Background: an optimization exercise with open tools, aiming at small area, a short achievable clock period and few clock cycles per item. Do not read the settings as production practice.
Where RTL was checked, it was by simulation tests only, not by an equivalence proof against the original.
Function not checked in runs 1 to 3: the RTL went through the layout flow alone.

### design.v
module aes_sbox (input wire [7:0] a, output wire [7:0] y);
    wire U0 = a[7], U1 = a[6], U2 = a[5], U3 = a[4], U4 = a[3], U5 = a[2], U6 = a[1], U7 = a[0];
    wire T1, T2, T3, T4, T5, T6, T7, T8, T9, T10, T11, T12, T13, T14, T15, T16, T17, T18, T19, T20, T21, T22, T23, T24, T25, T26, T27, M1, M2, M3, M4, M5, M6, M7, M8, M9, M10, M11, M12, M13, M14, M15, M16, M17, M18, M19, M20, M21, M22, M23, M24, M25, M26, M27, M28, M29, M30, M31, M32, M33, M34, M35, M36, M37, M38, M39, M40, M41, M42, M43, M44, M45, M46, M47, M48, M49, M50, M51, M52, M53, M54, M55, M56, M57, M58, M59, M60, M61, M62, M63, L0, L1, L2, L3, L4, L5, L6, L7, L8, L9, L10, L11, L12, L13, L14, L15, L16, L17, L18, L19, L20, L21, L22, L23, L24, L25, L26, L27, L28, L29;
    wire S0, S1, S2, S3, S4, S5, S6, S7;
    assign T1 = U0 ^ U3;
    assign T2 = U0 ^ U5;
    assign T3 = U0 ^ U6;
    assign T4 = U3 ^ U5;
    assign T5 = U4 ^ U6;
    assign T6 = T1 ^ T5;
    assign T7 = U1 ^ U2;
    assign T8 = U7 ^ T6;
    assign T9 = U7 ^ T7;
    assign T10 = T6 ^ T7;
    assign T11 = U1 ^ U5;
    assign T12 = U2 ^ U5;
    assign T13 = T3 ^ T4;
    assign T14 = T6 ^ T11;
    assign T15 = T5 ^ T11;
    assign T16 = T5 ^ T12;
    assign T17 = T9 ^ T16;
    assign T18 = U3 ^ U7;
    assign T19 = T7 ^ T18;
    assign T20 = T1 ^ T19;
    assign T21 = U6 ^ U7;
    assign T22 = T7 ^ T21;
    assign T23 = T2 ^ T22;
    assign T24 = T2 ^ T10;
    assign T25 = T20 ^ T17;
    assign T26 = T3 ^ T16;
    assign T27 = T1 ^ T12;
    assign M1 = T13 & T6;
    assign M2 = T23 & T8;
    assign M3 = T14 ^ M1;
    assign M4 = T19 & U7;
    assign M5 = M4 ^ M1;
    assign M6 = T3 & T16;
    assign M7 = T22 & T9;
    assign M8 = T26 ^ M6;
    assign M9 = T20 & T17;
    assign M10 = M9 ^ M6;
    assign M11 = T1 & T15;
    assign M12 = T4 & T27;
    assign M13 = M12 ^ M11;
    assign M14 = T2 & T10;
    assign M15 = M14 ^ M11;
    assign M16 = M3 ^ M2;
    assign M17 = M5 ^ T24;
    assign M18 = M8 ^ M7;
    assign M19 = M10 ^ M15;
    assign M20 = M16 ^ M13;
    assign M21 = M17 ^ M15;
    assign M22 = M18 ^ M13;
    assign M23 = M19 ^ T25;
    assign M24 = M22 ^ M23;
    assign M25 = M22 & M20;
    assign M26 = M21 ^ M25;
    assign M27 = M20 ^ M21;
    assign M28 = M23 ^ M25;
    assign M29 = M28 & M27;
    assign M30 = M26 & M24;
    assign M31 = M20 & M23;
    assign M32 = M27 & M31;
    assign M33 = M27 ^ M25;
    assign M34 = M21 & M22;
    assign M35 = M24 & M34;
    assign M36 = M24 ^ M25;
    assign M37 = M21 ^ M29;
    assign M38 = M32 ^ M33;
    assign M39 = M23 ^ M30;
    assign M40 = M35 ^ M36;
    assign M41 = M38 ^ M40;
    assign M42 = M37 ^ M39;
    assign M43 = M37 ^ M38;
    assign M44 = M39 ^ M40;
    assign M45 = M42 ^ M41;
    assign M46 = M44 & T6;
    assign M47 = M40 & T8;
    assign M48 = M39 & U7;
    assign M49 = M43 & T16;
    assign M50 = M38 & T9;
    assign M51 = M37 & T17;
    assign M52 = M42 & T15;
    assign M53 = M45 & T27;
    assign M54 = M41 & T10;
    assign M55 = M44 & T13;
    assign M56 = M40 & T23;
    assign M57 = M39 & T19;
    assign M58 = M43 & T3;
    assign M59 = M38 & T22;
    assign M60 = M37 & T20;
    assign M61 = M42 & T1;
    assign M62 = M45 & T4;
    assign M63 = M41 & T2;
    assign L0 = M61 ^ M62;
    assign L1 = M50 ^ M56;
    assign L2 = M46 ^ M48;
    assign L3 = M47 ^ M55;
    assign L4 = M54 ^ M58;
    assign L5 = M49 ^ M61;
    assign L6 = M62 ^ L5;
    assign L7 = M46 ^ L3;
    assign L8 = M51 ^ M59;
    assign L9 = M52 ^ M53;
    assign L10 = M53 ^ L4;
    assign L11 = M60 ^ L2;
    assign L12 = M48 ^ M51;
    assign L13 = M50 ^ L0;
    assign L14 = M52 ^ M61;
    assign L15 = M55 ^ L1;
    assign L16 = M56 ^ L0;
    assign L17 = M57 ^ L1;
    assign L18 = M58 ^ L8;
    assign L19 = M63 ^ L4;
    assign L20 = L0 ^ L1;
    assign L21 = L1 ^ L7;
    assign L22 = L3 ^ L12;
    assign L23 = L18 ^ L2;
    assign L24 = L15 ^ L9;
    assign L25 = L6 ^ L10;
    assign L26 = L7 ^ L9;
    assign L27 = L8 ^ L10;
    assign L28 = L11 ^ L14;
    assign L29 = L11 ^ L17;
    assign S0 = L6 ^ L24;
    assign S1 = ~(L16 ^ L26);
    assign S2 = ~(L19 ^ L28);
    assign S3 = L6 ^ L21;
    assign S4 = L20 ^ L22;
    assign S5 = L25 ^ L29;
    assign S6 = ~(L13 ^ L27);
    assign S7 = ~(L6 ^ L23);
    assign y = {S0, S1, S2, S3, S4, S5, S6, S7};
endmodule
module aes_key_step (
    input  wire [127:0] rk,
    input  wire [7:0]   rcon,
    output wire [127:0] next
);
    wire [31:0] w0 = rk[127:96];
    wire [31:0] w1 = rk[95:64];
    wire [31:0] w2 = rk[63:32];
    wire [31:0] w3 = rk[31:0];
    wire [31:0] sw;
    aes_sbox u_s0 (.a(w3[23:16]), .y(sw[31:24]));
    aes_sbox u_s1 (.a(w3[15:8]),  .y(sw[23:16]));
    aes_sbox u_s2 (.a(w3[7:0]),   .y(sw[15:8]));
    aes_sbox u_s3 (.a(w3[31:24]), .y(sw[7:0]));
    wire [31:0] n0 = w0 ^ sw ^ {rcon, 24'h0};
    wire [31:0] n1 = w1 ^ n0;
    wire [31:0] n2 = w2 ^ n1;
    wire [31:0] n3 = w3 ^ n2;
    assign next = {n0, n1, n2, n3};
endmodule
module aes_round (
    input  wire [127:0] state,
    output wire [127:0] sr,
    output wire [127:0] mc
);
    function automatic [7:0] xt(input [7:0] b);
        xt = {b[6:0], 1'b0} ^ (b[7] ? 8'h1b : 8'h00);
    endfunction
    wire [127:0] sb;
    genvar i;
    generate
        for (i = 0; i < 16; i = i + 1) begin : g_sub
            aes_sbox u_sbox (.a(state[127-8*i -: 8]), .y(sb[127-8*i -: 8]));
        end
    endgenerate
    genvar c, r;
    generate
        for (c = 0; c < 4; c = c + 1) begin : g_col
            for (r = 0; r < 4; r = r + 1) begin : g_row
                assign sr[127-8*(4*c+r) -: 8] = sb[127-8*(4*((c+r)%4)+r) -: 8];
            end
        end
    endgenerate
    generate
        for (c = 0; c < 4; c = c + 1) begin : g_mix
            wire [7:0] a0 = sr[127-32*c -: 8];
            wire [7:0] a1 = sr[119-32*c -: 8];
            wire [7:0] a2 = sr[111-32*c -: 8];
            wire [7:0] a3 = sr[103-32*c -: 8];
            wire [7:0] t  = a0 ^ a1 ^ a2 ^ a3;
            assign mc[127-32*c -: 8] = a0 ^ t ^ xt(a0 ^ a1);
            assign mc[119-32*c -: 8] = a1 ^ t ^ xt(a1 ^ a2);
            assign mc[111-32*c -: 8] = a2 ^ t ^ xt(a2 ^ a3);
            assign mc[103-32*c -: 8] = a3 ^ t ^ xt(a3 ^ a0);
        end
    endgenerate
endmodule
module air_cmac (
    input  wire         clk,
    input  wire         rst,
    input  wire         in_valid,
    output wire         in_ready,
    input  wire         in_first,
    input  wire         in_last,
    input  wire [4:0]   in_nbytes,
    input  wire [127:0] in_key,
    input  wire [127:0] in_data,
    output reg          out_valid,
    input  wire         out_ready,
    output wire [63:0]  out_tag
);
    reg         bfull;
    reg [127:0] blk;
    reg         bfirst, blast, bhit;
    reg [4:0]   bnb;
    reg [127:0] key_r;     
    reg [127:0] l_r;       
    reg         l_valid;
    reg [127:0] state;     
    reg [127:0] rk;        
    reg         run;       
    reg [3:0]   rnd;       
    reg         job_l;     
    reg         job_last;  
    assign in_ready = !bfull;
    assign out_tag  = state[127:64];
    function automatic [127:0] dbl(input [127:0] v);
        dbl = {v[126:0], 1'b0} ^ (v[127] ? 128'h87 : 128'h0);
    endfunction
    wire [127:0] k1 = dbl(l_r);
    wire [127:0] k2 = dbl(k1);
    reg  [127:0] padded;
    integer b;
    always @(*) begin
        for (b = 0; b < 16; b = b + 1) begin
            if (b < bnb)
                padded[127-8*b -: 8] = blk[127-8*b -: 8];
            else if (b == bnb)
                padded[127-8*b -: 8] = 8'h80;
            else
                padded[127-8*b -: 8] = 8'h00;
        end
    end
    wire         need_l = bfirst && !bhit;           
    wire [127:0] m_in   = !blast         ? blk :
                          (bnb >= 5'd16) ? (blk ^ k1) : (padded ^ k2);
    wire [127:0] feed   = (need_l ? 128'h0 : m_in) ^ key_r;
    reg [7:0] rcon;
    always @(*) begin
        case (rnd)
            4'd1:    rcon = 8'h01;
            4'd2:    rcon = 8'h02;
            4'd3:    rcon = 8'h04;
            4'd4:    rcon = 8'h08;
            4'd5:    rcon = 8'h10;
            4'd6:    rcon = 8'h20;
            4'd7:    rcon = 8'h40;
            4'd8:    rcon = 8'h80;
            4'd9:    rcon = 8'h1b;
            4'd10:   rcon = 8'h36;
            default: rcon = 8'h00;
        endcase
    end
    wire         fin_rnd = (rnd == 4'd10);
    wire         fold    = bfull && !job_l && !job_last;
    wire [127:0] rk_next;
    wire [127:0] sr, mc;
    aes_key_step u_key (.rk(rk), .rcon(rcon), .next(rk_next));
    aes_round    u_rnd (.state(state), .sr(sr), .mc(mc));
    wire [127:0] fin = sr ^ rk_next ^ (fold ? feed : 128'h0);
    wire         go = !run && bfull && (!out_valid || out_ready);
    always @(posedge clk) begin
        if (!bfull) begin
            blk    <= in_data;
            bnb    <= in_nbytes;
            bfirst <= in_first;
            blast  <= in_last;
            bhit   <= l_valid && (in_key == key_r);
            if (in_valid && in_first) begin
                key_r <= in_key;
                if (in_key != key_r)
                    l_valid <= 1'b0;
            end
        end
        if (run) begin
            if (!fin_rnd) begin
                state <= mc ^ rk_next;
                rk    <= rk_next;
                rnd   <= rnd + 4'd1;
            end else if (job_l) begin
                l_r     <= fin;
                l_valid <= 1'b1;
                bhit    <= 1'b1;
                run     <= 1'b0;
            end else if (job_last) begin
                state     <= fin;               
                out_valid <= 1'b1;
                run       <= 1'b0;
            end else begin
                state <= fin;
                if (fold) begin
                    rk       <= key_r;
                    rnd      <= 4'd1;
                    job_last <= blast;
                end else begin
                    run <= 1'b0;
                end
            end
        end else if (go) begin
            rk  <= key_r;
            rnd <= 4'd1;
            run <= 1'b1;
            if (need_l) begin
                state <= key_r;                 
                job_l <= 1'b1;
            end else begin
                state    <= (bfirst ? 128'h0 : state) ^ feed;
                job_l    <= 1'b0;
                job_last <= blast;
            end
        end
        if (out_valid && out_ready)
            out_valid <= 1'b0;
        if (!bfull)
            bfull <= in_valid;
        else if ((run && fin_rnd && fold) || (go && !need_l))
            bfull <= 1'b0;
        if (rst) begin
            bfull     <= 1'b0;
            run       <= 1'b0;
            out_valid <= 1'b0;
            l_valid   <= 1'b0;
        end
    end
endmodule
### run.sh
#!/bin/bash
# synth_recipe.tcl (not shown) runs the flow's synth.tcl, then flattens the netlist and writes it again
# the make line also repeats each setting of config.mk as NAME=value (left out here)
make -C /OpenROAD-flow-scripts/flow DESIGN_CONFIG=/design/flow/config.mk WORK_HOME=/design/flow/orfs CLKGATE_MAP_FILE= SYNTH_SCRIPT=/design/flow/synth_recipe.tcl finish
### config.mk
export PLATFORM = sky130hd
export DESIGN_NAME = air_cmac
export DESIGN_NICKNAME = air_cmac
export VERILOG_FILES = /design/flow/design.v
export SDC_FILE = /design/flow/constraint.sdc
export NUM_CORES = 4
export LEC_CHECK = 0
export CAP_MARGIN = 20
export CORE_MARGIN = 2
export CORE_UTILIZATION = 25
export PLACE_DENSITY = 0.45
export SLEW_MARGIN = 20
### constraint.sdc
create_clock -name core_clock -period 10.0 [get_ports {clk}]
set_input_delay 2.0000 -clock core_clock [delete_from_list [all_inputs] [get_ports {clk}]]
set_output_delay 2.0000 -clock core_clock [all_outputs]
set_load 0.01 [all_outputs]
==> results of run 1 <==
==> metal layers <==
layer,vias to the layer above,share of wire
li1,35400,-
met1,39400,0.42
met2,3933,0.44
met3,709,0.072
met4,12,0.074
met5,-,0.00022
==> cell families (layout without fill, tap and decap cells) <==
family          Yosys count  count (layout)  share of synthesized area
fa+ha+maj                59              59                    0.00847
compound gates         2636            2636                      0.200
other cells               0               9                          0
simple gates           2827            2827                      0.154
xor+xnor               2694            2694                      0.338
buf+inv                 801             908                     0.0413
mux                     153             153                     0.0193
flops                   666             666                      0.239
==> flip-flops by register name, indices dropped and copies added (netlist names) <==
signal and flops:
out_valid 1, run 1, rnd 4, u_key.rcon 8, rk 128, bnb 5
bhit 1, blast 1, bfirst 1, bfull 1, l_r 128, l_valid 1
state 128, key_r 128, job_last 1, job_l 1, blk 128
==> per-stage QoR <==
| step | setup slack, ns | area (um2) | hold slack [ns] |
|---|---|---|---|
| detailed placement | 1.54 | 91700 | 0.469 |
| global route | 1.11 | 94900 | 0.515 |
| CTS | 1.38 | 94900 | 0.477 |
| global placement | 0.899 | 91600 | 0.460 |
| finish | 1.25 | 94900 | 0.479 |
| floorplan | 0.496 | 83300 | 0.443 |
==> worst max-delay path, cell delays in order, from the launching register on <==
cell and delay (ns):
edfxtp_1 1.06, xor2_1 0.26, xnor2_1 0.61, xnor2_1 0.27
ha_1 0.35, or3_1 0.40, and3b_1 0.24, o211ai_1 0.36
nand3_1 0.41, a41oi_1 0.38, nor2_1 0.06, nor3b_1 0.40
xor2_1 0.31, xnor3_1 0.42, xnor2_2 0.41, xor2_2 0.94
xor2_1 0.54, xor2_1 0.69, xor2_1 0.20, a21oi_1 0.09
==> worst max-delay path by stage <==
| stage | start | to | slack [ns] | depth (start not counted) |
|---|---|---|---|---|
| 2_1_floorplan | rnd[0]$_DFFE_PP_ | state[0]$_DFFE_PP_ | 0.50 | 10 |
| 3_3_place_gp | state[114]$_DFFE_PP_ | state[4]$_DFFE_PP_ | 0.90 | 21 |
| 3_5_place_dp | rk[23]$_DFFE_PP_ | state[29]$_DFFE_PP_ | 1.54 | 20 |
| 4_1_cts | rk[23]$_DFFE_PP_ | state[29]$_DFFE_PP_ | 1.38 | 20 |
| 5_1_grt | rk[23]$_DFFE_PP_ | state[29]$_DFFE_PP_ | 1.11 | 20 |
| 6_report | rk[9]$_DFFE_PP_ | state[18]$_DFFE_PP_ | 1.25 | 19 |
==> area by class of cell <==
cell class	count	area [um2]	share of cell area
multi-input combinational	8369	60400	0.636
tap	4366	5460	0.0575
antenna	9	22.5	0.000237
timing repair buffer	630	5610	0.0591
sequential	666	19900	0.209
inverter	110	428	0.00451
clock buffer	109	2580	0.0271
clock inverter	59	599	0.00631
==> cell usage after synthesis, types with 53 or more instances <==
| master | instances | area, um2 |
|---|---|---|
| xnor2_1 | 1614 | 14100 |
| nand2_1 | 954 | 3580 |
| o21ai_0 | 798 | 3990 |
| nor2_1 | 781 | 2930 |
| xor2_1 | 729 | 6380 |
| edfxtp_1 | 653 | 19600 |
| a21oi_1 | 638 | 3190 |
| clkbuf_1 | 441 | 1660 |
| nand3_1 | 374 | 1870 |
| xnor3_1 | 240 | 5410 |
| nor3_1 | 171 | 856 |
| o22ai_1 | 165 | 1030 |
| mux2i_1 | 123 | 1230 |
| buf_2 | 113 | 566 |
| o221ai_1 | 110 | 963 |
| o211ai_1 | 109 | 818 |
| inv_1 | 108 | 405 |
| a211oi_1 | 91 | 683 |
| a31oi_1 | 84 | 526 |
| nand2b_1 | 80 | 500 |
| or3_1 | 78 | 488 |
| nor2b_1 | 77 | 482 |
| buf_4 | 73 | 548 |
| nor4_1 | 69 | 432 |
| a22oi_1 | 68 | 510 |
| buf_1 | 62 | 233 |
| and2_1 | 59 | 369 |
| nand4_1 | 53 | 332 |
==> impl_metrics.env, run 1 <==
export IMPL_status="no timing/DRC/antenna violations"
export IMPL_dr_pass1_iters=6
export IMPL_slew_viol_final=0
export IMPL_cp_required_ns=10.51
export IMPL_initial_utilization=0.252
export IMPL_final_cell_mix="1589 x xnor2_1, 952 x nand2_1, 795 x o21ai_0"
export IMPL_final_common_cell="xnor2_1"
export IMPL_regToRegStartpoint="rk[9]$_DFFE_PP_"
export IMPL_hpwl_mm=337
export IMPL_grt_pass1_wl_mm=593
export IMPL_finalCriticalPeriod_ns=8.75
export IMPL_min_path_cells=2
export IMPL_cts_hold_buf=0
export IMPL_nets=10200
export IMPL_die_height_um=581
export IMPL_final_cells=14300
export IMPL_rows=211
export IMPL_gp_congestion=0.970
export IMPL_ys_types=107
export IMPL_dp_cells=14100
export IMPL_h_tree_depth=3
export IMPL_cts_repair_resized=0
export IMPL_cts_buffers=98
export IMPL_dr_first_iter_drc_count=9759
export IMPL_ys_seq_area_frac=0.239
export IMPL_netlist_area_um2=83300
export IMPL_cts_root_buf="clkbuf_16"
export IMPL_wl_per_cell_um=30.0
export IMPL_track_usage=0.244
export IMPL_syn_area_per_cell_um2=8.47
export IMPL_worstSetupPathType="flip-flop to flip-flop"
export IMPL_area_delta_synth_final_pct=14.0
export IMPL_ys_async_sr_fraction=0
export IMPL_cp_max_fo=17
export IMPL_r2r_cells=19
export IMPL_min_period_over_period=0.875
export IMPL_grt_busiest_layer="met2"
export IMPL_hold_path_endpoint="l_valid$_SDFF_PP0_"
export IMPL_cts_reportedPaths_clkPinSlew_ns=0.06
export IMPL_final_util=0.287
export IMPL_fin_tns_setup_ns=0
export IMPL_clock_sinks=666
export IMPL_ys_ff_latch=666
export IMPL_hold_path_class="flip-flop to flip-flop"
export IMPL_core_area_um2=331000
export IMPL_worst_setup_path_start_kind="flip-flop"
export IMPL_use_met3=0.0323
export IMPL_synth_edf_count=653
export IMPL_grt_overflow_total=0
export IMPL_drtAntennaViolNets=0
export IMPL_synth_top_flop_cell="edfxtp_1"
export IMPL_fin_worst_skew_ns=0.124
export IMPL_dieArea_um2=338000
export IMPL_cts_tree="done"
export IMPL_final_hold_viol_count=0
export IMPL_syn_nets=10100
export IMPL_wirelength_mm=430
export IMPL_met2_usage=0.376
export IMPL_relSlewSlack=0.156
export IMPL_grt_pass1_vias=73500
export IMPL_drive_gt1_frac=0.0681
export IMPL_antenna_found_initial=25
export IMPL_cp_end_kind="flip-flop"
export IMPL_drc=0
export IMPL_die_w_um=581
export IMPL_portBuffers=332
export IMPL_postSynthCellCount=9836
export IMPL_grtUsageMet1=0.321
export IMPL_reg2reg_to="state[18]$_DFFE_PP_"
export IMPL_fmax_ghz=0.114
export IMPL_vias_per_cell=5.54
export IMPL_num_fill_cells=35200
export IMPL_clk_path_buf_depth=4
export IMPL_yosysWarningCount=2
export IMPL_min_delay_start="l_valid$_SDFF_PP0_"
export IMPL_arrival_ns=9.26
export IMPL_pin_count=333
export IMPL_rrSetupSlack_ns=1.25
export IMPL_tightest_slew_ns=1.26
export IMPL_cts_setup_buffers=0
export IMPL_grt_max_degree=189
export IMPL_insertion_delay_ns=0.90
export IMPL_rsz0062_at_grt="false"
export IMPL_vias=79400
export IMPL_max_cap_violations=0
export IMPL_report_final_setup_viol=0
==> run 2: changes to the inputs <==
--- a/design.v
+++ b/design.v
@@ -148,7 +148,7 @@
     aes_sbox u_s3 (.a(w3[31:24]), .y(sw[7:0]));
-    wire [31:0] n0 = w0 ^ sw ^ {rcon, 24'h0};
-    wire [31:0] n1 = w1 ^ n0;
-    wire [31:0] n2 = w2 ^ n1;
-    wire [31:0] n3 = w3 ^ n2;
-    assign next = {n0, n1, n2, n3};
+    wire [31:0] t = sw ^ {rcon, 24'h0};
+    wire [31:0] p1 = w0 ^ w1;
+    wire [31:0] p2 = p1 ^ w2;
+    wire [31:0] p3 = p2 ^ w3;
+    assign next = {w0 ^ t, p1 ^ t, p2 ^ t, p3 ^ t};
 endmodule
@@ -214,4 +214,6 @@
     reg [127:0] rk;        
-    reg         run;       
     reg [3:0]   rnd;       
+    reg         fin_rnd;   
+    reg         sel_w3;    
+    reg         pend;      
     reg         job_l;     
@@ -237,3 +239,3 @@
     end
-    wire         need_l = bfirst && !bhit;           
+    wire         need_l = bfirst && !bhit;
     wire [127:0] m_in   = !blast         ? blk :
@@ -244,23 +246,28 @@
         case (rnd)
-            4'd1:    rcon = 8'h01;
-            4'd2:    rcon = 8'h02;
-            4'd3:    rcon = 8'h04;
-            4'd4:    rcon = 8'h08;
-            4'd5:    rcon = 8'h10;
-            4'd6:    rcon = 8'h20;
-            4'd7:    rcon = 8'h40;
-            4'd8:    rcon = 8'h80;
-            4'd9:    rcon = 8'h1b;
-            4'd10:   rcon = 8'h36;
-            default: rcon = 8'h00;
+            4'd1:    rcon = 8'h02;
+            4'd2:    rcon = 8'h04;
+            4'd3:    rcon = 8'h08;
+            4'd4:    rcon = 8'h10;
+            4'd5:    rcon = 8'h20;
+            4'd6:    rcon = 8'h40;
+            4'd7:    rcon = 8'h80;
+            4'd8:    rcon = 8'h1b;
+            4'd9:    rcon = 8'h36;
+            default: rcon = 8'h01;
         endcase
     end
-    wire         fin_rnd = (rnd == 4'd10);
-    wire         fold    = bfull && !job_l && !job_last;
     wire [127:0] rk_next;
     wire [127:0] sr, mc;
-    aes_key_step u_key (.rk(rk), .rcon(rcon), .next(rk_next));
+    aes_key_step u_key (.rk({fin_rnd ? key_r[127:32] : rk[127:32],
+                              sel_w3  ? key_r[31:0]   : rk[31:0]}),
+                        .rcon(rcon), .next(rk_next));
     aes_round    u_rnd (.state(state), .sr(sr), .mc(mc));
-    wire [127:0] fin = sr ^ rk_next ^ (fold ? feed : 128'h0);
-    wire         go = !run && bfull && (!out_valid || out_ready);
+    wire wr_l    = fin_rnd && pend && job_l;                 
+    wire wr_tag  = fin_rnd && pend && !job_l && job_last;      
+    wire start   = fin_rnd && bfull && !(pend && (job_l || job_last)) &&
+                   !(out_valid && !out_ready);
+    wire keep_x  = pend;
+    wire add_f   = !(pend && (job_l || job_last));
+    wire [127:0] keep_m = {128{keep_x}};
+    wire [127:0] fin    = (sr & keep_m) ^ ((rk & keep_m) ^ (add_f ? feed : 128'h0));
     always @(posedge clk) begin
@@ -278,8 +285,12 @@
         end
-        if (run) begin
-            if (!fin_rnd) begin
-                state <= mc ^ rk_next;
-                rk    <= rk_next;
-                rnd   <= rnd + 4'd1;
-            end else if (job_l) begin
+        if (out_valid && out_ready)
+            out_valid <= 1'b0;
+        if (!fin_rnd) begin
+            state <= mc ^ rk;
+            rk    <= rk_next;
+            rnd   <= rnd + 4'd1;
+            fin_rnd <= (rnd == 4'd9);
+            sel_w3  <= rnd[3] && rnd[0];    
+        end else begin
+            if (wr_l) begin
                 l_r     <= fin;
@@ -287,27 +298,17 @@
                 bhit    <= 1'b1;
-                run     <= 1'b0;
-            end else if (job_last) begin
+                pend    <= 1'b0;
+            end
+            if (wr_tag) begin
                 state     <= fin;               
                 out_valid <= 1'b1;
-                run       <= 1'b0;
-            end else begin
-                state <= fin;
-                if (fold) begin
-                    rk       <= key_r;
-                    rnd      <= 4'd1;
-                    job_last <= blast;
-                end else begin
-                    run <= 1'b0;
-                end
+                pend      <= 1'b0;
             end
-        end else if (go) begin
-            rk  <= key_r;
-            rnd <= 4'd1;
-            run <= 1'b1;
-            if (need_l) begin
-                state <= key_r;                 
-                job_l <= 1'b1;
-            end else begin
-                state    <= (bfirst ? 128'h0 : state) ^ feed;
-                job_l    <= 1'b0;
+            if (start) begin
+                state    <= fin;
+                rk       <= rk_next;
+                rnd      <= 4'd1;
+                fin_rnd  <= 1'b0;
+                sel_w3   <= 1'b0;
+                pend     <= 1'b1;
+                job_l    <= need_l;
                 job_last <= blast;
@@ -315,7 +316,5 @@
         end
-        if (out_valid && out_ready)
-            out_valid <= 1'b0;
         if (!bfull)
             bfull <= in_valid;
-        else if ((run && fin_rnd && fold) || (go && !need_l))
+        else if (start && !need_l)
             bfull <= 1'b0;
@@ -323,3 +322,6 @@
             bfull     <= 1'b0;
-            run       <= 1'b0;
+            rnd       <= 4'd10;
+            fin_rnd   <= 1'b1;
+            sel_w3    <= 1'b1;
+            pend      <= 1'b0;
             out_valid <= 1'b0;
==> flow/run.sh (new file) <==
#!/bin/bash
# Layout flow: the standard flow (standard.sh) with two changes.
#  1. Synthesis: ABC maps the logic with flow/abc_map.script (an area-
#     oriented &nf mapping) in place of ORFS's abc_speed/abc_area script.
#     Everything else in synthesis, registers included, is the standard
#     synthesis.
#  2. Placement: the port buffers that buffer_ports puts on every input and
#     output are sky130_fd_sc_hd__buf_1 cells.
# Each tool's output goes to the ORFS logs under orfs/logs; make's own
# output goes to flow_make.log.
set -euo pipefail
HERE=$(pwd)

# ORFS's synth.tcl, with abc_args pointed at our ABC script right after the
# preamble has set them up.
sed "/source \$::env(SCRIPTS_DIR)\/synth_preamble.tcl/a set abc_args [lreplace \$abc_args 1 1 $HERE/flow/abc_map.script]" \
    "$FLOW_HOME/scripts/synth.tcl" > "$HERE/synth_core.tcl"
grep -q "abc_map.script" "$HERE/synth_core.tcl"
# The standard flow's synthesis wrapper, sourcing that copy instead of ORFS's.
sed "s#source \$::env(SCRIPTS_DIR)/synth.tcl#source $HERE/synth_core.tcl#" \
    "$HERE/synth_recipe.tcl" > "$HERE/synth_top.tcl"
grep -q "synth_core.tcl" "$HERE/synth_top.tcl"

bash "$HERE/standard.sh" SYNTH_SCRIPT="$HERE/synth_top.tcl" \
    BUFFER_PORTS_ARGS="-buffer_cell sky130_fd_sc_hd__buf_1" \
    finish > "$HERE/flow_make.log" 2>&1
==> flow/abc_map.script (new file) <==
strash
&get -n
&dch -f
&nf -R 1000
&put
buffer -c
topo
stime -c
upsize -c
dnsize -c
==> standard.sh (new file) <==
#!/bin/bash
# synth_recipe.tcl (not shown) runs the flow's synth.tcl, then flattens the netlist and writes it again
# the make line also repeats each setting of config.mk as NAME=value (left out here)
make -C /OpenROAD-flow-scripts/flow DESIGN_CONFIG=/design/flow/config.mk WORK_HOME=/design/flow/orfs CLKGATE_MAP_FILE= SYNTH_SCRIPT=/design/flow/synth_recipe.tcl "${@:-finish}"
--- a/config.mk
+++ b/config.mk
@@ -9,4 +9,6 @@
 export CORE_MARGIN = 2
-export CORE_UTILIZATION = 25
-export PLACE_DENSITY = 0.45
+export CORE_UTILIZATION = 55
+export CTS_BUF_LIST = sky130_fd_sc_hd__clkbuf_4 sky130_fd_sc_hd__clkbuf_8
+export PLACE_DENSITY = 0.75
+export SETUP_SLACK_MARGIN = 3.8
 export SLEW_MARGIN = 20
removed: run.sh
==> impl_metrics.env, run 2 <==
export IMPL_status="no timing/DRC/antenna violations"
export IMPL_gp_congestion=1.01
export IMPL_tightest_slew_ns=1.12
export IMPL_hold_path_endpoint="l_valid$_SDFF_PP0_"
export IMPL_r2r_cells=23
export IMPL_final_hold_viol_count=0
export IMPL_ys_async_sr_fraction=0
export IMPL_yosysWarningCount=2
export IMPL_dr_pass1_iters=6
export IMPL_syn_nets=6606
export IMPL_reg2reg_to="rk[26]$_DFFE_PN_"
export IMPL_cpMostUsedCell="xor2_1"
export IMPL_hpwl_mm=162
export IMPL_antenna_found_initial=7
export IMPL_ys_seq_area_frac=0.330
export IMPL_cts_reportedPaths_clkPinSlew_ns=0.07
export IMPL_postSynthCellCount=6297
export IMPL_netlist_area_um2=60200
export IMPL_final_util=0.642
export IMPL_fmax_ghz=0.166
export IMPL_synth_top_area_cell="edfxtp_1"
export IMPL_area_delta_synth_final_pct=15.8
export IMPL_dr_first_iter_drc_count=5765
export IMPL_final_cell_mix="1707 x xnor2_1, 828 x nand2_1, 672 x xor2_1"
export IMPL_synth_edf_count=649
export IMPL_core_area_um2=109000
export IMPL_die_w_um=335
export IMPL_vias=47900
export IMPL_grt_pass1_vias=44900
export IMPL_pin_count=333
export IMPL_min_period_over_period=0.603
export IMPL_synth_top_flop_cell="edfxtp_1"
export IMPL_worstSetupPathType="flip-flop to flip-flop"
export IMPL_grt_overflow_total=0
export IMPL_clk_path_buf_depth=3
export IMPL_path_buf_inv=2
export IMPL_drive_gt1_frac=0.134
export IMPL_fin_worst_skew_ns=0.0519
export IMPL_report_final_setup_viol=0
export IMPL_rrSetupSlack_ns=3.97
export IMPL_ys_types=70
export IMPL_relSlewSlack=0.250
export IMPL_regToRegStartpoint="sel_w3$_SDFFE_PP1N_"
export IMPL_wirelength_mm=211
export IMPL_initial_utilization=0.554
export IMPL_hold_path_class="flip-flop to flip-flop"
export IMPL_arrival_ns=6.60
export IMPL_cp_max_fo=12
export IMPL_drtAntennaViolNets=0
export IMPL_holdWs_ns=0.475
export IMPL_grt_max_degree=168
export IMPL_synth_most_common_cell="xnor2_1"
export IMPL_cts_root_buf="clkbuf_8"
export IMPL_min_delay_start="l_valid$_SDFF_PP0_"
export IMPL_ys_ff_latch=668
export IMPL_slowest_delay_ns=0.39
export IMPL_path_cells="buf_12 -> mux2i_4 -> xor2_2 -> xor2_4 -> xor2_1 -> ha_1 -> xnor2_1 -> xnor2_1 -> xnor2_2 -> inv_1 -> a21oi_1 -> xor2_1 -> xor2_1 -> xor2_1 -> nand2_2 -> xor2_4 -> xnor2_4 -> xor2_1 -> xnor2_1 -> xnor2_2 -> xnor2_4 -> xnor2_4 -> xnor2_1"
export IMPL_portBuffers=332
export IMPL_rows=121
export IMPL_slew_viol_final=0
export IMPL_cts_buffers=130
export IMPL_cts_tree="done"
export IMPL_rsz0062_at_grt="true"
export IMPL_cts_hold_buf=0
export IMPL_final_common_cell="xnor2_1"
export IMPL_fin_tns_setup_ns=0
export IMPL_cp_top_family="XOR/XNOR gates"
export IMPL_max_cap_violations=0
export IMPL_clock_sinks=668
export IMPL_h_tree_depth=4
export IMPL_worst_setup_path_start_kind="flip-flop"
export IMPL_syn_area_per_cell_um2=9.56
export IMPL_vias_per_cell=5.81
export IMPL_die_height_um=335
export IMPL_drc=0
export IMPL_synthTopCellsByArea="edfxtp_1 32%, xnor2_1 28%, xor2_1 11%, nand2_1 5.2%, o21ai_0 4.2%"
export IMPL_synth_top_area_frac=0.324
export IMPL_wl_per_cell_um=25.6
export IMPL_finalCriticalPeriod_ns=6.03
export IMPL_track_usage=0.363
export IMPL_dieArea_um2=112000
export IMPL_grt_pass1_wl_mm=299
export IMPL_min_path_cells=2
export IMPL_cp_end_kind="flip-flop"
export IMPL_nets=7027
export IMPL_critPathSlowestCell="dfxtp_4"
export IMPL_cp_required_ns=10.57
export IMPL_synth_common_cells="1909 x xnor2_1, 829 x nand2_1, 750 x xor2_1"
export IMPL_insertion_delay_ns=0.86
[run 2: logic make-up after synthesis]
family                   count (synthesis)  synth area share
XOR/XNOR                              2806             0.429
AND/OR/NAND/NOR                       1317            0.0913
buffers and inverters                  327            0.0257
multiplexers                           141            0.0270
flip-flops                             668             0.330
adder cells (fa/ha/maj)                 42           0.00872
AO/OA/AOI/OAI                          996            0.0883
[run 2: repair_timing]
| action | in CTS | in global routing |
|---|---|---|
| pin swaps | 10 | 64 |
| gates resized for setup | 164 | 263 |
| setup buffers | 17 | 113 |
| setup endpoints to repair | 185 | 197 |
[run 2: per-stage QoR]
stage / instance area, um2 / cells / setup WS, ns
final: 69700 / 8238 / 3.97
after global routing: 69700 / 8238 / 3.66
after CTS: 66600 / 8123 / 3.75
after detailed placement: 62600 / 7869 / 2.75
after global placement: 62600 / 7869 / 2.64
after floorplan: 60200 / 6297 / 3.99
[run 2: how the worst max path moves through the flow]
stage	startpoint	endpoint	slack, ns	depth (start not counted)
2_1_floorplan	out_ready	u_key.rcon[3]$_DFF_P_	3.99	10
3_3_place_gp	sel_w3$_SDFFE_PP1N_	rk[22]$_DFFE_PN_	2.64	21
3_5_place_dp	sel_w3$_SDFFE_PP1N_	rk[22]$_DFFE_PN_	2.75	22
4_1_cts	state[81]$_DFFE_PP_	state[97]$_DFFE_PP_	3.75	20
5_1_grt	sel_w3$_SDFFE_PP1N_	rk[26]$_DFFE_PN_	3.66	23
6_report	sel_w3$_SDFFE_PP1N_	rk[26]$_DFFE_PN_	3.97	23
[run 2: area by class of cell]
type / count / area (um2)
Fill cell: 8832 / 39000
Multi-Input combinational cell: 5302 / 42200
Timing Repair Buffer: 516 / 2840
Sequential cell: 668 / 19900
Antenna cell: 1 / 2.50
Tap cell: 1414 / 1770
Clock buffer: 167 / 2070
Inverter: 100 / 385
Clock inverter: 70 / 572
[run 2: layer usage]
| metal | up-vias | part of all wire | track usage |
|---|---|---|---|
| met5 | - | 0.00018 | 0 |
| met4 | 6 | 0.058 | 0.177 |
| met3 | 527 | 0.098 | 0.0662 |
| met2 | 2627 | 0.44 | 0.555 |
| met1 | 23000 | 0.40 | 0.496 |
| li1 | 21700 | - | - |
[run 2: worst min-delay path, delay by kind of cell (launching register included)]
| kind | cells | cell delay [ns] |
|---|---|---|
| compound gates | 2 | 0.12 |
| flops | 1 | 0.31 |
==> run 3: changes to the inputs <==
--- a/config.mk
+++ b/config.mk
@@ -12,3 +12,3 @@
 export PLACE_DENSITY = 0.75
-export SETUP_SLACK_MARGIN = 3.8
+export SETUP_SLACK_MARGIN = 4.4
 export SLEW_MARGIN = 20
==> impl_metrics.env, run 3 <==
export IMPL_status="no timing/DRC/antenna violations"
export IMPL_core_area_um2=109000
export IMPL_hold_path_class="flip-flop to flip-flop"
export IMPL_ys_ff_latch=668
export IMPL_postSynthCellCount=6297
export IMPL_drc=0
export IMPL_nets=7606
export IMPL_rrSetupSlack_ns=4.08
export IMPL_track_usage=0.369
export IMPL_worstSetupPathType="flip-flop to flip-flop"
export IMPL_vias_per_cell=5.93
export IMPL_ys_types=70
export IMPL_ys_async_sr_fraction=0
export IMPL_slew_viol_final=0
export IMPL_dr_pass1_iters=6
export IMPL_antenna_found_initial=8
export IMPL_final_area_um2=80800
export IMPL_grtUsageMet1=0.484
export IMPL_synth_top_flop_cell="edfxtp_1"
export IMPL_wirelength_mm=229
export IMPL_final_cell_mix="1408 x xnor2_1, 804 x nand2_1, 684 x buf_4"
export IMPL_clock_sinks=668
export IMPL_grt_max_degree=169
export IMPL_worst_setup_path_start_kind="flip-flop"
export IMPL_final_util=0.744
export IMPL_final_cells=8810
export IMPL_max_cap_violations=0
export IMPL_cp_end_kind="flip-flop"
export IMPL_gp_congestion=1.01
export IMPL_initial_utilization=0.554
export IMPL_syn_area_per_cell_um2=9.56
export IMPL_use_met3=0.0748
export IMPL_fin_tns_setup_ns=0
export IMPL_final_hold_viol_count=0
export IMPL_grt_pass1_vias=47200
export IMPL_portBuffers=332
export IMPL_die_w_um=335
export IMPL_cts_root_buf="clkbuf_8"
export IMPL_final_common_cell="xnor2_1"
export IMPL_synth_edf_count=649
export IMPL_syn_nets=6606
export IMPL_report_final_setup_viol=0
export IMPL_synthTopCellsByArea="edfxtp_1 32%, xnor2_1 28%, xor2_1 11%, nand2_1 5.2%, o21ai_0 4.2%"
export IMPL_cts_buffers=117
export IMPL_grt_overflow_total=0
export IMPL_insertion_delay_ns=0.86
export IMPL_yosys_area_share_xor_xnor=0.429
export IMPL_synth_most_common_cell="xnor2_1"
export IMPL_synthSimpleGateAreaFrac=0.0913
export IMPL_dieArea_um2=112000
export IMPL_met2_usage=0.575
export IMPL_grt_busiest_layer="met2"
export IMPL_cts_tree="done"
export IMPL_synth_compound_area_frac=0.0883
export IMPL_finalCriticalPeriod_ns=5.92
export IMPL_cp_max_fo=5
export IMPL_area_delta_synth_final_pct=34.2
export IMPL_hpwl_mm=159
export IMPL_relSlewSlack=0.254
export IMPL_vias=52200
export IMPL_cp_required_ns=10.61
export IMPL_cts_reportedPaths_clkPinSlew_ns=0.07
export IMPL_drive_gt1_frac=0.285
export IMPL_synth_common_cells="1909 x xnor2_1, 829 x nand2_1, 750 x xor2_1"
export IMPL_yosysWarningCount=2
export IMPL_rows=121
export IMPL_synth_top_family_by_area="XOR/XNOR gates"
export IMPL_rsz0062_at_grt="true"
export IMPL_post_dp_cell_area_um2=62600
export IMPL_dp_cells=7863
export IMPL_grt_pass1_wl_mm=306
export IMPL_die_height_um=335
export IMPL_fin_worst_skew_ns=0.0758
export IMPL_min_period_over_period=0.592
export IMPL_arrival_ns=6.53
export IMPL_synth_adder_area_share=0.00872
export IMPL_dr_first_iter_drc_count=6045
export IMPL_h_tree_depth=3
export IMPL_ys_seq_area_frac=0.330
export IMPL_synth_top_area_frac=0.324
export IMPL_wl_per_cell_um=26.0
export IMPL_drtAntennaViolNets=0
export IMPL_fmax_ghz=0.169
export IMPL_netlist_area_um2=60200
export IMPL_clk_path_buf_depth=3
export IMPL_num_fill_cells=6980
export IMPL_pin_count=333
export IMPL_muxShareOfSynthArea=0.0270
export IMPL_synth_top_area_cell="edfxtp_1"
export IMPL_tightest_slew_ns=1.11
run 3: metrics by stage:
step                hold slack [ns]  setup slack [ns]
global placement              0.457              2.87
floorplan                     0.446              4.54
CTS                           0.484              4.28
global route                  0.513              3.88
finish                        0.488              4.08
detailed placement            0.476              2.83
run 3: final timing paths:
path | start | endpoint | cells past startpoint
worst max-delay path | sel_w3$_SDFFE_PP1N_ | rk[9]$_DFFE_PN_ | 24
worst min-delay path | l_valid$_SDFF_PP0_ | l_valid$_SDFF_PP0_ | 2
worst min register to register | l_valid$_SDFF_PP0_ | l_valid$_SDFF_PP0_ | 2
worst max register to register | sel_w3$_SDFFE_PP1N_ | rk[9]$_DFFE_PN_ | 24
run 3: layout make-up:
class                   instances  area [um2]  share of cell area
inverters                     100         388             0.00480
diodes                          6        15.0            0.000186
flip-flops and latches        668       19900               0.246
well taps                    1414        1770              0.0219
clock buffers                 146        1870              0.0232
repair buffers               1108        8000              0.0990
clock inverters                66         687             0.00850
multi-input cells            5302       48200               0.597
run 3: cell families after synthesis:
logic type | after synthesis
DFF | 668
buffers and inverters | 327
xor gates and xnor gates | 2806
muxes | 141
adders and majority gates | 42
AOI/OAI and AO/OA | 996
and+or+nand+nor | 1317
run 3: worst max-delay path: stages (launching register included):
cell and delay, ns:
dfxtp_4 0.37, buf_12 0.11, buf_12 0.13, mux2i_4 0.33, buf_4 0.20, xor2_2 0.32
xor2_2 0.29, nor2b_1 0.12, xnor2_2 0.24, xnor2_2 0.12, xnor2_2 0.30, and2b_2 0.30
xnor2_2 0.17, nor2_1 0.07, a21o_1 0.23, xnor2_2 0.30, xnor2_2 0.17, nand2_2 0.12
xor2_4 0.37, xor2_2 0.27, xnor2_4 0.16, xnor2_4 0.37, xnor2_4 0.17, xnor2_4 0.34
xnor2_2 0.10
run 3: timing repair:
item / CTS / global route
endpoints found under the setup margin: 302 / 227
cloned: 2 / 0
buffers inserted: 259 / 468
pin swaps: 189 / 419
gates resized for setup: 562 / 709
hold buffers: 0 / 0
run 3: routing by layer:
metal  vias to the layer above  routed length [um]
li1                      22700                   -
met2                      3340              103000
met3                       912               25300
met1                     25300               83600
met5                         -                  38
met4                         6               17200
==> run 4: changes to the inputs <==
--- a/design.v
+++ b/design.v
@@ -217,2 +217,3 @@
     reg         sel_w3;    
+    reg  [7:0]  rcon;      
     reg         pend;      
@@ -243,17 +244,2 @@
     wire [127:0] feed   = (need_l ? 128'h0 : m_in) ^ key_r;
-    reg [7:0] rcon;
-    always @(*) begin
-        case (rnd)
-            4'd1:    rcon = 8'h02;
-            4'd2:    rcon = 8'h04;
-            4'd3:    rcon = 8'h08;
-            4'd4:    rcon = 8'h10;
-            4'd5:    rcon = 8'h20;
-            4'd6:    rcon = 8'h40;
-            4'd7:    rcon = 8'h80;
-            4'd8:    rcon = 8'h1b;
-            4'd9:    rcon = 8'h36;
-            default: rcon = 8'h01;
-        endcase
-    end
     wire [127:0] rk_next;
@@ -293,2 +279,3 @@
             sel_w3  <= rnd[3] && rnd[0];    
+            rcon    <= (rnd == 4'd9) ? 8'h01 : {rcon[6:0], 1'b0} ^ (rcon[7] ? 8'h1b : 8'h00);
         end else begin
@@ -311,2 +298,3 @@
                 sel_w3   <= 1'b0;
+                rcon     <= 8'h02;
                 pend     <= 1'b1;
@@ -325,2 +313,3 @@
             sel_w3    <= 1'b1;
+            rcon      <= 8'h01;
             pend      <= 1'b0;
--- a/config.mk
+++ b/config.mk
@@ -12,3 +12,3 @@
 export PLACE_DENSITY = 0.75
-export SETUP_SLACK_MARGIN = 4.4
+export SETUP_SLACK_MARGIN = 3.8
 export SLEW_MARGIN = 20
==> impl_metrics.env, run 4 <==
export IMPL_yosysWarningCount=2
export IMPL_synth_edf_count=649
export IMPL_synth_top_family_by_area="XOR/XNOR gates"
export IMPL_hpwl_mm=158
export IMPL_arrival_ns=6.54
export IMPL_synth_top_flop_cell="edfxtp_1"
export IMPL_cts_hold_buf=0
export IMPL_syn_nets=6648
export IMPL_postSynthCellCount=6339
export IMPL_grt_pass1_wl_mm=294
export IMPL_synth_most_common_cell="xnor2_1"
export IMPL_drtAntennaViolNets=0
export IMPL_dr_first_iter_drc_count=5628
export IMPL_setup_ws_ns=3.97
export IMPL_fin_tns_setup_ns=0
export IMPL_nets=7009
export IMPL_min_period_over_period=0.603
export IMPL_synth_top_area_cell="edfxtp_1"
export IMPL_report_final_setup_viol=0
export IMPL_gp_congestion=1.03
export IMPL_relSlewSlack=0.254
export IMPL_worstSetupPathType="flip-flop to flip-flop"
export IMPL_track_usage=0.352
export IMPL_wirelength_mm=204
export IMPL_hold_path_class="flip-flop to flip-flop"
export IMPL_ys_async_sr_fraction=0
export IMPL_core_area_um2=109000
export IMPL_antenna_found_initial=8
export IMPL_grt_max_degree=167
export IMPL_place_ws_ns=2.95
export IMPL_wl_per_cell_um=24.9
export IMPL_cts_root_buf="clkbuf_8"
export IMPL_path_buf_inv=0
export IMPL_cp_top_family="XOR/XNOR gates"
export IMPL_muxShareOfSynthArea=0.0251
export IMPL_initial_utilization=0.554
export IMPL_critPathSlowestCell="edfxtp_1"
export IMPL_cp_end_kind="flip-flop"
export IMPL_dieArea_um2=112000
export IMPL_slew_viol_final=0
export IMPL_synth_top_area_frac=0.323
export IMPL_rsz0062_at_grt="true"
export IMPL_cp_required_ns=10.50
export IMPL_fmax_ghz=0.166
export IMPL_cts_tree="done"
export IMPL_synthSimpleGateAreaFrac=0.0911
export IMPL_status="no timing/DRC/antenna violations"
export IMPL_portBuffers=332
export IMPL_dp_cells=7904
export IMPL_drc=0
export IMPL_die_height_um=335
export IMPL_vias_per_cell=5.80
export IMPL_cts_reportedPaths_clkPinSlew_ns=0.06
export IMPL_cts_buffers=116
export IMPL_final_common_cell="xnor2_1"
export IMPL_syn_area_per_cell_um2=9.51
export IMPL_rows=121
export IMPL_dr_pass1_iters=6
export IMPL_grt_overflow_total=0
export IMPL_tightest_slew_ns=1.11
export IMPL_area_delta_synth_final_pct=14.6
export IMPL_clk_path_buf_depth=3
export IMPL_pin_count=333
export IMPL_clock_sinks=668
export IMPL_synth_adder_area_share=0.00872
export IMPL_netlist_area_um2=60300
export IMPL_path_cells="xnor2_2 -> xnor2_2 -> xnor2_1 -> ha_1 -> xnor2_1 -> xnor2_1 -> xnor2_2 -> o21ai_0 -> xor2_1 -> nor2b_1 -> xor2_1 -> xor2_1 -> xnor2_1 -> xnor2_1 -> xnor2_2 -> xnor2_1 -> xnor2_1 -> xnor2_1 -> o21ai_1"
export IMPL_cpMostUsedCell="xnor2_1"
export IMPL_h_tree_depth=3
export IMPL_yosys_area_share_xor_xnor=0.427
export IMPL_synth_compound_area_frac=0.0932
export IMPL_fin_worst_skew_ns=0.0834
export IMPL_final_util=0.635
export IMPL_synthTopCellsByArea="edfxtp_1 32%, xnor2_1 27%, xor2_1 11%, nand2_1 5.2%, o21ai_0 4.4%"
export IMPL_drive_gt1_frac=0.120
export IMPL_ys_ff_latch=668
export IMPL_die_w_um=335
export IMPL_final_cell_mix="1703 x xnor2_1, 826 x nand2_1, 704 x xor2_1"
export IMPL_grt_pass1_vias=45300
export IMPL_slowest_delay_ns=0.54
export IMPL_synth_common_cells="1879 x xnor2_1, 827 x nand2_1, 778 x xor2_1"
export IMPL_max_cap_violations=0
export IMPL_worst_setup_path_start_kind="flip-flop"
export IMPL_final_hold_viol_count=0
export IMPL_finalCriticalPeriod_ns=6.03
export IMPL_cp_max_fo=7
export IMPL_vias=47700
export IMPL_ys_types=69
export IMPL_ys_seq_area_frac=0.330
export IMPL_final_cells=8216
export IMPL_insertion_delay_ns=0.86
## run 4: cell type report
class	count	area, um2
diodes	1	2.50
well taps	1414	1770
multi-input cells	5337	41700
clock inverters	76	973
inverters	101	389
fillers	8881	39700
clock buffers	143	1810
flip-flops and latches	668	19900
repair buffers	476	2500
## run 4: what timing repair did
item | in CTS | in global routing
endpoints found under the hold margin | 0 | 0
setup buffers | 7 | 85
endpoints found under the setup margin | 170 | 192
resized for setup | 118 | 248
pin swaps | 6 | 42
## run 4: path summary, 6_finish.rpt
path                          end  cells past startpoint                from  slack, ns
max          state[106]$_DFFE_PP_                     19  state[1]$_DFFE_PP_       3.97
min reg2reg    l_valid$_SDFF_PP0_                      2  l_valid$_SDFF_PP0_       0.49
min            l_valid$_SDFF_PP0_                      2  l_valid$_SDFF_PP0_       0.49
max reg2reg  state[106]$_DFFE_PP_                     19  state[1]$_DFFE_PP_       3.97
## run 4: metrics by stage
step | hold slack (ns) | area (um2)
floorplan | 0.445 | 60300
global placement | 0.455 | 62600
detailed placement | 0.475 | 62600
CTS | 0.483 | 66300
global route | 0.517 | 69000
finish | 0.487 | 69000
## run 4: per-layer routing
metal | GRT usage | vias to the layer above | share of wire
met5 | 0 | - | 0.00035
met4 | 0.172 | 10 | 0.058
met3 | 0.0667 | 502 | 0.10
met2 | 0.541 | 2516 | 0.44
met1 | 0.477 | 22900 | 0.40
li1 | - | 21700 | -
## run 4: worst reg2reg max path: cells and delay by family (launching register included)
kind	cells	cell delay, ns
flip-flops	1	0.54
adder cells (fa/ha/maj)	1	0.25
XOR/XNOR	15	3.98
AO/OA/AOI/OAI	2	0.64
AND/OR/NAND/NOR	1	0.31
## run 4: cell families (layout without fill, tap and decap cells)
group | after synthesis | in the layout
AND/OR/NAND/NOR | 1311 | 1311
adder cells (fa/ha/maj) | 42 | 42
buffers and inverters | 334 | 796
XOR/XNOR | 2797 | 2797
multiplexers | 135 | 135
AO/OA/AOI/OAI | 1052 | 1052
other | 0 | 1
flip-flops | 668 | 668
Testbench counts of run 4, summed over its fixed seeds: cycles 28,895, blocks 2,635.
==> run 5: changes to the inputs <==
--- a/config.mk
+++ b/config.mk
@@ -9,6 +9,6 @@
 export CORE_MARGIN = 2
-export CORE_UTILIZATION = 55
+export CORE_UTILIZATION = 65
 export CTS_BUF_LIST = sky130_fd_sc_hd__clkbuf_4 sky130_fd_sc_hd__clkbuf_8
-export PLACE_DENSITY = 0.75
-export SETUP_SLACK_MARGIN = 3.8
+export PLACE_DENSITY = 0.85
+export SETUP_SLACK_MARGIN = 4.0
 export SLEW_MARGIN = 20
==> impl_metrics.env, run 5 <==
export IMPL_dr_first_iter_drc_count=7116
export IMPL_antenna_found_initial=6
export IMPL_initial_utilization=0.656
export IMPL_final_hold_viol_count=0
export IMPL_grt_pass1_wl_mm=289
export IMPL_worst_setup_path_start_kind="flip-flop"
export IMPL_cp_end_kind="flip-flop"
export IMPL_cts_tree="done"
export IMPL_rrSetupSlack_ns=3.90
export IMPL_rows=111
export IMPL_synth_top_area_frac=0.323
export IMPL_pin_count=333
export IMPL_finalCriticalPeriod_ns=6.10
export IMPL_nets=7149
export IMPL_dp_cells=7735
export IMPL_synth_top_flop_cell="edfxtp_1"
export IMPL_netlist_area_um2=60300
export IMPL_core_area_um2=91800
export IMPL_worstSetupPathType="flip-flop to flip-flop"
export IMPL_slowest_delay_ns=0.64
export IMPL_slew_viol_final=0
export IMPL_final_cell_mix="1639 x xnor2_1, 826 x nand2_1, 662 x xor2_1"
export IMPL_synthTopCellsByArea="edfxtp_1 32%, xnor2_1 27%, xor2_1 11%, nand2_1 5.2%, o21ai_0 4.4%"
export IMPL_holdWs_ns=0.496
export IMPL_final_util=0.774
export IMPL_ff_latch_area_um2=19900
export IMPL_relSlewSlack=0.219
export IMPL_num_fill_cells=5902
export IMPL_ys_types=69
export IMPL_cts_buffers=117
export IMPL_insertion_delay_ns=0.84
export IMPL_area_delta_synth_final_pct=17.9
export IMPL_ys_ff_latch=668
export IMPL_cts_reportedPaths_clkPinSlew_ns=0.08
export IMPL_vias_per_cell=6.13
export IMPL_synth_most_common_cell="xnor2_1"
export IMPL_drtAntennaViolNets=0
export IMPL_max_cap_violations=0
export IMPL_track_usage=0.409
export IMPL_fin_worst_skew_ns=0.0605
export IMPL_cts_root_buf="clkbuf_8"
export IMPL_synth_edf_count=649
export IMPL_status="no timing/DRC/antenna violations"
export IMPL_postSynthCellCount=6339
export IMPL_place_ws_ns=2.88
export IMPL_arrival_ns=6.65
export IMPL_clock_sinks=668
export IMPL_wirelength_mm=209
export IMPL_synth_top_area_cell="edfxtp_1"
export IMPL_h_tree_depth=3
export IMPL_synth_common_cells="1879 x xnor2_1, 827 x nand2_1, 778 x xor2_1"
export IMPL_fin_tns_setup_ns=0
export IMPL_ys_seq_area_frac=0.330
export IMPL_hpwl_mm=152
export IMPL_drc=0
export IMPL_cp_required_ns=10.55
export IMPL_cpMostUsedCell="xor2_1"
export IMPL_syn_area_per_cell_um2=9.51
export IMPL_final_cells=8186
export IMPL_critPathSlowestCell="edfxtp_1"
export IMPL_dieArea_um2=95200
export IMPL_gp_congestion=1.01
export IMPL_portBuffers=332
export IMPL_grt_overflow_total=0
export IMPL_final_area_um2=71000
export IMPL_post_dp_cell_area_um2=62400
export IMPL_clk_path_buf_depth=3
export IMPL_cts_hold_buf=0
export IMPL_path_cells="buf_4 -> xor2_1 -> xor2_1 -> nand2_1 -> xnor2_1 -> xnor2_1 -> xnor2_1 -> or2_1 -> nand2_1 -> xor2_2 -> xor2_1 -> xor2_1 -> nor2_1 -> xnor2_2 -> buf_4 -> xor2_4 -> buf_4 -> xnor2_4 -> xnor2_2 -> xor2_1 -> xor2_1 -> xnor2_1 -> o21ai_1"
export IMPL_die_w_um=308
export IMPL_min_period_over_period=0.610
export IMPL_dr_pass1_iters=7
export IMPL_multi_input_area_um2=43100
export IMPL_vias=50200
export IMPL_hold_path_class="flip-flop to flip-flop"
export IMPL_syn_nets=6648
export IMPL_rsz0062_at_grt="true"
export IMPL_fmax_ghz=0.164
export IMPL_report_final_setup_viol=0
export IMPL_wl_per_cell_um=25.5
export IMPL_yosysWarningCount=2
export IMPL_tightest_slew_ns=1.17
export IMPL_grt_pass1_vias=46200
export IMPL_die_height_um=308
export IMPL_cp_max_fo=5
export IMPL_grt_max_degree=191
export IMPL_ys_async_sr_fraction=0
export IMPL_final_common_cell="xnor2_1"
export IMPL_drive_gt1_frac=0.154
export IMPL_setup_ws_ns=3.90
[run 5: cell types whose count changed in the layout (fill, tap and decap cells not counted), sizes merged]
cell    delta
buf      +139
bufinv    -10
clkinv    +10
clkbuf     +6
inv        -6
diode      +2
[run 5: final timing paths]
kind	from	to	cells after the start
setup / recovery	state[127]$_DFFE_PP_	state[104]$_DFFE_PP_	23
hold / removal	l_valid$_SDFF_PP0_	l_valid$_SDFF_PP0_	2
setup reg to reg	state[127]$_DFFE_PP_	state[104]$_DFFE_PP_	23
hold reg to reg	l_valid$_SDFF_PP0_	l_valid$_SDFF_PP0_	2
[run 5: layer usage]
layer / track usage / wire length, um
met1: 0.542 / 75800
met2: 0.616 / 90600
met3: 0.0913 / 26300
met4: 0.243 / 16100
met5: 0 / 45
[run 5: area by class of cell]
class | count | share of cell area
flip-flops and latches | 668 | 0.280
inverters | 101 | 0.00551
diodes | 3 | 0.000106
clock buffers | 149 | 0.0263
clock inverters | 70 | 0.00919
multi-input cells | 5337 | 0.606
well taps | 1243 | 0.0219
repair buffers | 615 | 0.0510
[run 5: cell families after synthesis]
logic type	after synthesis	synth area share
compound gates	1052	0.0932
simple gates	1311	0.0911
mux	135	0.0251
flops	668	0.330
buf+inv	334	0.0256
fa+ha+maj	42	0.00872
xor+xnor	2797	0.427
[run 5: repair_timing]
action                     in CTS  in global routing
gates resized for setup       215                329
pin swaps                      25                108
gates cloned                    1                  0
setup endpoints to repair     225                206
setup buffers                  42                186
[run 5: worst max-delay path: cells and delay by family, from the launching register on]
kind / cells / cell delay, ns
xor gates and xnor gates: 15 / 3.72
DFF: 1 / 0.64
buffers and inverters: 3 / 0.55
and+or+nand+nor: 4 / 0.51
AOI/OAI and AO/OA: 1 / 0.38
==> run 6: changes to the inputs <==
--- a/config.mk
+++ b/config.mk
@@ -12,3 +12,3 @@
 export PLACE_DENSITY = 0.85
-export SETUP_SLACK_MARGIN = 4.0
+export SETUP_SLACK_MARGIN = 3.5
 export SLEW_MARGIN = 20
==> impl_metrics.env, run 6 <==
export IMPL_status="no timing/DRC/antenna violations"
export IMPL_min_delay_start="l_valid$_SDFF_PP0_"
export IMPL_synth_top_area_cell="edfxtp_1"
export IMPL_wl_per_cell_um=25.0
export IMPL_cts_root_buf="clkbuf_8"
export IMPL_dr_pass1_iters=9
export IMPL_grt_pass1_vias=46100
export IMPL_cts_tree="done"
export IMPL_fmax_ghz=0.149
export IMPL_ys_seq_area_frac=0.330
export IMPL_postSynthCellCount=6339
export IMPL_critPathSlowestCell="xnor2_1"
export IMPL_path_buf_inv=2
export IMPL_synthTopCellsByArea="edfxtp_1 32%, xnor2_1 27%, xor2_1 11%, nand2_1 5.2%, o21ai_0 4.4%"
export IMPL_drive_gt1_frac=0.0882
export IMPL_synth_most_common_cell="xnor2_1"
export IMPL_cp_top_family="XOR/XNOR gates"
export IMPL_crit_start="state[33]$_DFFE_PP_"
export IMPL_dp_cells=7728
export IMPL_slowest_delay_ns=0.75
export IMPL_hold_path_class="flip-flop to flip-flop"
export IMPL_netlist_area_um2=60300
export IMPL_portBuffers=332
export IMPL_holdWs_ns=0.480
export IMPL_grt_max_degree=166
export IMPL_slew_viol_final=0
export IMPL_num_fill_cells=6588
export IMPL_finalCriticalPeriod_ns=6.69
export IMPL_cp_end_kind="flip-flop"
export IMPL_path_cells="xor2_1 -> xnor2_1 -> xor2_1 -> inv_1 -> ha_1 -> xor2_1 -> xnor2_1 -> xnor2_1 -> o21ai_0 -> xnor2_1 -> inv_1 -> xnor2_1 -> nand2_1 -> xor2_1 -> xnor2_1 -> xnor2_1 -> xnor2_1 -> xor2_1 -> xor2_1 -> xnor2_1 -> o21ai_0"
export IMPL_grt_overflow_total=0
export IMPL_ys_ff_latch=668
export IMPL_syn_area_per_cell_um2=9.51
export IMPL_clk_path_buf_depth=3
export IMPL_use_met3=0.0993
export IMPL_ys_async_sr_fraction=0
export IMPL_fin_tns_setup_ns=0
export IMPL_final_cell_mix="1773 x xnor2_1, 826 x nand2_1, 749 x xor2_1"
export IMPL_vias=48300
export IMPL_synth_top_flop_cell="edfxtp_1"
export IMPL_worstSetupPathType="flip-flop to flip-flop"
export IMPL_syn_nets=6648
export IMPL_core_area_um2=91800
export IMPL_final_hold_viol_count=0
export IMPL_final_cells=7960
export IMPL_cpMostUsedCell="xnor2_1"
export IMPL_antenna_found_initial=5
export IMPL_cts_reportedPaths_clkPinSlew_ns=0.07
export IMPL_track_usage=0.407
export IMPL_final_common_cell="xnor2_1"
export IMPL_tightest_slew_ns=1.15
export IMPL_ys_types=69
export IMPL_wirelength_mm=199
export IMPL_grtUsageMet1=0.529
export IMPL_insertion_delay_ns=0.83
export IMPL_synth_common_cells="1879 x xnor2_1, 827 x nand2_1, 778 x xor2_1"
export IMPL_area_delta_synth_final_pct=9.95
export IMPL_die_w_um=308
export IMPL_yosysWarningCount=2
export IMPL_arrival_ns=7.25
export IMPL_relSlewSlack=0.228
export IMPL_grt_busiest_layer="met2"
export IMPL_report_final_setup_viol=0
export IMPL_rows=111
export IMPL_drtAntennaViolNets=0
export IMPL_fin_worst_skew_ns=0.0571
export IMPL_cp_required_ns=10.56
export IMPL_max_cap_violations=0
export IMPL_cts_hold_buf=0
export IMPL_min_period_over_period=0.669
export IMPL_cp_max_fo=5
export IMPL_rsz0062_at_grt="true"
export IMPL_dieArea_um2=95200
export IMPL_nets=6929
export IMPL_clock_sinks=668
export IMPL_gp_congestion=1.08
export IMPL_dr_first_iter_drc_count=6991
export IMPL_drc=0
export IMPL_worst_setup_path_start_kind="flip-flop"
export IMPL_synth_top_area_frac=0.323
export IMPL_cts_buffers=115
export IMPL_ff_latch_area_um2=19900
export IMPL_initial_utilization=0.656
export IMPL_regToRegStartpoint="state[33]$_DFFE_PP_"
export IMPL_die_height_um=308
export IMPL_multi_input_area_um2=40200
export IMPL_synth_edf_count=649
export IMPL_h_tree_depth=3
export IMPL_met2_usage=0.615
export IMPL_vias_per_cell=6.07
export IMPL_grt_pass1_wl_mm=288
export IMPL_hpwl_mm=153
export IMPL_pin_count=333
[run 6: cell counts after synthesis]
No cell type changed its count.
[run 6: area by class of cell]
class,count,area share
multi-input combinational,5337,0.606
timing repair buffer,397,0.0269
inverter,101,0.00587
sequential,668,0.300
tap,1243,0.0235
antenna,5,0.000189
clock inverter,69,0.0102
clock buffer,140,0.0271
[run 6: worst paths after layout]
path / endpoint / slack (ns) / cells after the start
setup / recovery: state[6]$_DFFE_PP_ / 3.31 / 21
hold / removal: l_valid$_SDFF_PP0_ / 0.48 / 2
setup reg to reg: state[6]$_DFFE_PP_ / 3.31 / 21
hold reg to reg: l_valid$_SDFF_PP0_ / 0.48 / 2
[run 6: kinds of logic after synthesis]
family / Yosys count / synth area share
flip-flops: 668 / 0.330
multiplexers: 135 / 0.0251
buffers and inverters: 334 / 0.0256
AND/OR/NAND/NOR: 1311 / 0.0911
adder cells (fa/ha/maj): 42 / 0.00872
AO/OA/AOI/OAI: 1052 / 0.0932
XOR/XNOR: 2797 / 0.427
[run 6: what timing repair did]
item	4_1_cts	5_1_grt
setup endpoints to repair	40	170
setup buffers	0	18
resized for setup	12	161
pin swaps	0	7
[run 6: per-stage QoR]
| step | cell area, um2 | utilization | worst slack (ns) |
|---|---|---|---|
| 2_1_floorplan | 60300 | - | 3.68 |
| 3_3_place_gp | 62300 | 0.679 | 3.26 |
| 3_5_place_dp | 62300 | 0.679 | 3.19 |
| 4_1_cts | 64900 | 0.707 | 3.33 |
| 5_1_grt | 66200 | 0.722 | 3.25 |
| 6_report | 66300 | 0.722 | 3.31 |
[run 6: routing by layer]
| layer | part of all wire | vias up |
|---|---|---|
| li1 | - | 21600 |
| met1 | 0.37 | 22700 |
| met2 | 0.43 | 3253 |
| met3 | 0.12 | 732 |
| met4 | 0.075 | 2 |
| met5 | 0.000060 | - |
[run 6: worst min-delay path: stages (launching register included)]
cell and delay, ns:
dfxtp_1 0.31, o31ai_1 0.06, a21oi_1 0.06

-- what the ideal ports hide --
The flow's constraints put no driver on any port. The routed layouts listed below were extracted and timed again, unchanged, in two steps.
Step 1, drivers: a clkbuf_16 drives clk and a buf_2 each remaining input, both assumed.
Step 2 adds t to the input delays and takes it off the output delays; t is the mean of the earliest and latest rising clock arrival at the registers after step 1. Input paths then give back, and output paths get back, about the clock's delay inside the block.
Three values: ideal, step 1, step 2; two values: the first two.
| run | shift t [ns] | setup slack, ns | hold slack, ns | worst setup path at the end | worst data-port slew with drivers (ns) |
|---|---|---|---|---|---|
| run 1 | 0.921 | 1.247 / 1.247 / 1.247 | 0.479 / 0.479 / 0.479 | register to register | 0.14 |
| run 2 | 0.902 | 3.972 / 3.972 / 3.972 | 0.475 / 0.475 / 0.475 | register to register | 0.09 |
| run 3 | 0.897 | 4.079 / 4.079 / 4.079 | 0.488 / 0.488 / 0.488 | register to register | 0.07 |
| run 4 | 0.893 | 3.967 / 3.967 / 3.967 | 0.487 / 0.487 / 0.487 | register to register | 0.08 |
| run 5 | 0.873 | 3.903 / 3.903 / 3.903 | 0.496 / 0.496 / 0.496 | register to register | 0.09 |
| run 6 | 0.879 | 3.310 / 3.310 / 3.310 | 0.480 / 0.480 / 0.480 | register to register | 0.08 |
After both steps every run listed still meets setup and hold.
